Background: an optimization exercise with open tools, aiming at small area, a short achievable clock period and few clock cycles per item. Do not read the settings as production practice.
In this exercise RTL edits were held to simulation tests only and were not proved equivalent to the original.
Power and IR drop assume default switching activity.

Setup of alpha:
==> flow/design.v (excerpt) <==
module rs544_decoder (
    input  wire       clk,
    input  wire       rst,
    input  wire       in_valid,
    input  wire [9:0] in_sym,
    output wire       in_ready,
    output wire       err_valid,
    output wire [9:0] err_pos,
    output wire [9:0] err_val,
    output wire       done,
    output wire       done_uncorr,
    output wire       done_marked,
    output wire [4:0] done_nerr
);
    function [9:0] gf_mul;
        input [9:0] a;
        input [9:0] b;
        reg   [19:0] p;
        integer i;
        begin
            p = 20'd0;
            for (i = 0; i < 10; i = i + 1)
                if (b[i]) p = p ^ ({10'd0, a} << i);
            for (i = 19; i >= 10; i = i - 1)
                if (p[i]) p = p ^ (20'h00409 << (i - 10));
            gf_mul = p[9:0];
        end
    endfunction
    function [4:0] gf5_mul;
        input [4:0] a;
        input [4:0] b;
        reg   [8:0] p;
        integer i;
        begin
            p = 9'd0;
            for (i = 0; i < 5; i = i + 1)
                if (b[i]) p = p ^ ({4'd0, a} << i);
            for (i = 8; i >= 5; i = i - 1)
                if (p[i]) p = p ^ (9'h025 << (i - 5));
            gf5_mul = p[4:0];
        end
    endfunction
    function [9:0] to_comp;
        input [9:0] x;
        begin
  ...
For scale: roughly 6800 cells after synthesis, ~1800 flip-flops, about 43 I/O pins, about 0.080 mm² of cells after synthesis.
Settings: LEC_CHECK=0, CAP_MARGIN=20, CORE_MARGIN=2, CORE_UTILIZATION=65, CTS_BUF_LIST=sky130_fd_sc_hd__clkbuf_16, CTS_CLUSTER_DIAMETER=90, CTS_CLUSTER_SIZE=30, PLACE_DENSITY=0.75, SLEW_MARGIN=20, SYNTH_MEMORY_MAX_BITS=16384; clock period 12.0 ns.
standard.sh (not shown) runs the stock make flow with config.mk's settings and CLKGATE_MAP_FILE= SYNTH_SCRIPT=/design/flow/synth_recipe.tcl, a recipe that flattens the netlist after the stock synthesis.
==> flow/flow/run.sh <==
#!/bin/bash
# Standard layout, with plain buffers (not delay cells) on the ports.
set -euo pipefail
export BUFFER_PORTS_ARGS="-buffer_cell sky130_fd_sc_hd__buf_4"
bash standard.sh > standard_flow.log 2>&1
Testbench counts of alpha, summed over its fixed seeds: cycles 75,556, codewords 128.
Relative to alpha, the following input files were edited for beta:
- changing PLACE_DENSITY from 0.75 to 0.65
- changing CORE_UTILIZATION from 65 to 50
- changing CTS_CLUSTER_SIZE from 30 to 25
- changing CTS_CLUSTER_DIAMETER from 90 to 80
Results
- Total wirelength of the detailed-routed design (lower): alpha
- Summary of the comparison: area added between synthesis and finish is higher in beta, relative to alpha.
- Diff alpha -> beta | number of iterations in the first detailed-routing pass | decrease of 2
- Internal power component in beta vs alpha: up about 3.5%
- Side by side, first-iteration DRC count turned out lower in beta than in alpha.
- Against alpha, beta reports a global-route track usage on met3 that is lower.
- Comparing beta and alpha, the higher number of standard-cell rows in the floorplan was measured on beta.
- Diff alpha -> beta: routing usage on met2 dropped 11 points, flip-flop and latch share of the layout cell area shrank by 1.1 points.

========
Starting RTL as in the previous note.
clock: 12.0 ns
lec_check: 0
cap_margin: 20
core_margin: 2
core_utilization: 50
cts_buf_list: sky130_fd_sc_hd__clkbuf_16
cts_cluster_diameter: 80
cts_cluster_size: 25
place_density: 0.65
slew_margin: 20
synth_memory_max_bits: 16384
==> flow/flow/run.sh <==
#!/bin/bash
# Standard layout, with plain buffers (not delay cells) on the ports, and
# timing repair pushed to leave 8.5 ns of setup slack where it can.
set -euo pipefail
export BUFFER_PORTS_ARGS="-buffer_cell sky130_fd_sc_hd__buf_4"
export SETUP_SLACK_MARGIN=8.5
bash standard.sh > standard_flow.log 2>&1
The starting point went through all stages and came out clean.
Testbench counts at the start, summed over its fixed seeds: cycles 75,556, codewords 128.
Next try:
==> flow/flow/run.sh (replaced) <==
#!/bin/bash
# Standard layout, with plain buffers (not delay cells) on the ports.
set -euo pipefail
export BUFFER_PORTS_ARGS="-buffer_cell sky130_fd_sc_hd__buf_4"
bash standard.sh > standard_flow.log 2>&1
--- a/flow/config.mk
+++ b/flow/config.mk
@@ -12,2 +12,2 @@
-export CTS_CLUSTER_DIAMETER = 80
-export CTS_CLUSTER_SIZE = 25
+export CTS_CLUSTER_DIAMETER = 100
+export CTS_CLUSTER_SIZE = 30
Core utilization drops by 0.55 points; setup slack is better by 0.0091 ns; power drops by 1.5%; critical path depth stays the same; combinational power hardly moves; final cell count drops by 0.47%.

========
rs544_decoder, a different RTL version from the one above (not shown whole).
Size in the first run: ~6,800 cells after synthesis, ~1,800 flip-flops.
==> flow/config.mk <==
export PLATFORM = sky130hd
export DESIGN_NAME = rs544_decoder
export DESIGN_NICKNAME = rs544_decoder
export VERILOG_FILES = /design/flow/design.v
export SDC_FILE = /design/flow/constraint.sdc
export NUM_CORES = 4
export LEC_CHECK = 0
export CAP_MARGIN = 20
export CORE_MARGIN = 2
export CORE_UTILIZATION = 50
export CTS_BUF_LIST = sky130_fd_sc_hd__clkbuf_8
export CTS_CLUSTER_DIAMETER = 50
export CTS_CLUSTER_SIZE = 16
export PLACE_DENSITY = 0.65
export SLEW_MARGIN = 20
export SYNTH_MEMORY_MAX_BITS = 16384
==> flow/constraint.sdc <==
create_clock -name core_clock -period 12.0 [get_ports {clk}]
set_input_delay 2.4000 -clock core_clock [delete_from_list [all_inputs] [get_ports {clk}]]
set_output_delay 2.4000 -clock core_clock [all_outputs]
set_load 0.01 [all_outputs]
==> flow/flow/run.sh <==
#!/bin/bash
# Standard layout, with plain buffers (not delay cells) on the ports.
set -euo pipefail
export BUFFER_PORTS_ARGS="-buffer_cell sky130_fd_sc_hd__buf_4"
bash standard.sh > standard_flow.log 2>&1
Testbench counts at the start, summed over its fixed seeds: cycles 75,564, codewords 128.
Rerun with:
Settings changed: CTS_BUF_LIST sky130_fd_sc_hd__clkbuf_8 to unset, CTS_CLUSTER_DIAMETER 50 to unset, CTS_CLUSTER_SIZE 16 to unset.
What happened: The changed run completed with no timing, DRC or antenna violations; sequential power hardly moves; global-route usage increases by 0.23 points; cell area increases by 3.2%; final cell count increases by 0.55%; setup slack is better by 0.11 ns; register-to-register slack is worse by 0.02 ns; worst hold slack is worse by 0.0033 ns; power increases by 7.9%.

==> re-timing with driven ports <==
How much do the figures lean on ideal ports? The routed layouts below were timed once more, with nothing changed but the port constraints. Step 1 (the two cells are an assumption about what drives the block):
set clk [get_ports {clk}]
set_driving_cell -lib_cell sky130_fd_sc_hd__clkbuf_16 $clk
set_driving_cell -lib_cell sky130_fd_sc_hd__buf_2 [delete_from_list [all_inputs] $clk]
Step 2 moves the port delays by t, midway between the first and last clock arrival at a register: inputs arrive t later, outputs are due t later. That takes back most of the time a late clock gives input paths. Three values: ideal, step 1, step 2; two values: the first two.
run | t, ns | slack for setup (ns) | worst hold slack (ns)
alpha | 0.777 | 7.969 / 7.969 / 7.969 | 0.322 / 0.322 / 0.322
beta | 0.828 | 8.312 / 8.231 / 8.114 | 0.329 / 0.329 / 0.329
the first run of note 2 | 0.820 | 8.313 / 8.233 / 8.183 | 0.317 / 0.317 / 0.317
the second run of note 2 | 0.808 | 8.322 / 8.241 / 8.129 | 0.322 / 0.322 / 0.322
the first run of note 3 | 0.996 | 8.075 / 8.001 / 8.186 | 0.329 / 0.329 / 0.329
the second run of note 3 | 0.897 | 8.190 / 8.111 / 8.180 | 0.325 / 0.325 / 0.325
After both steps setup and hold are still met in every run listed. The setup slack of beta, which loses most, moves by -0.081 ns with the drivers and by -0.198 ns with both steps.
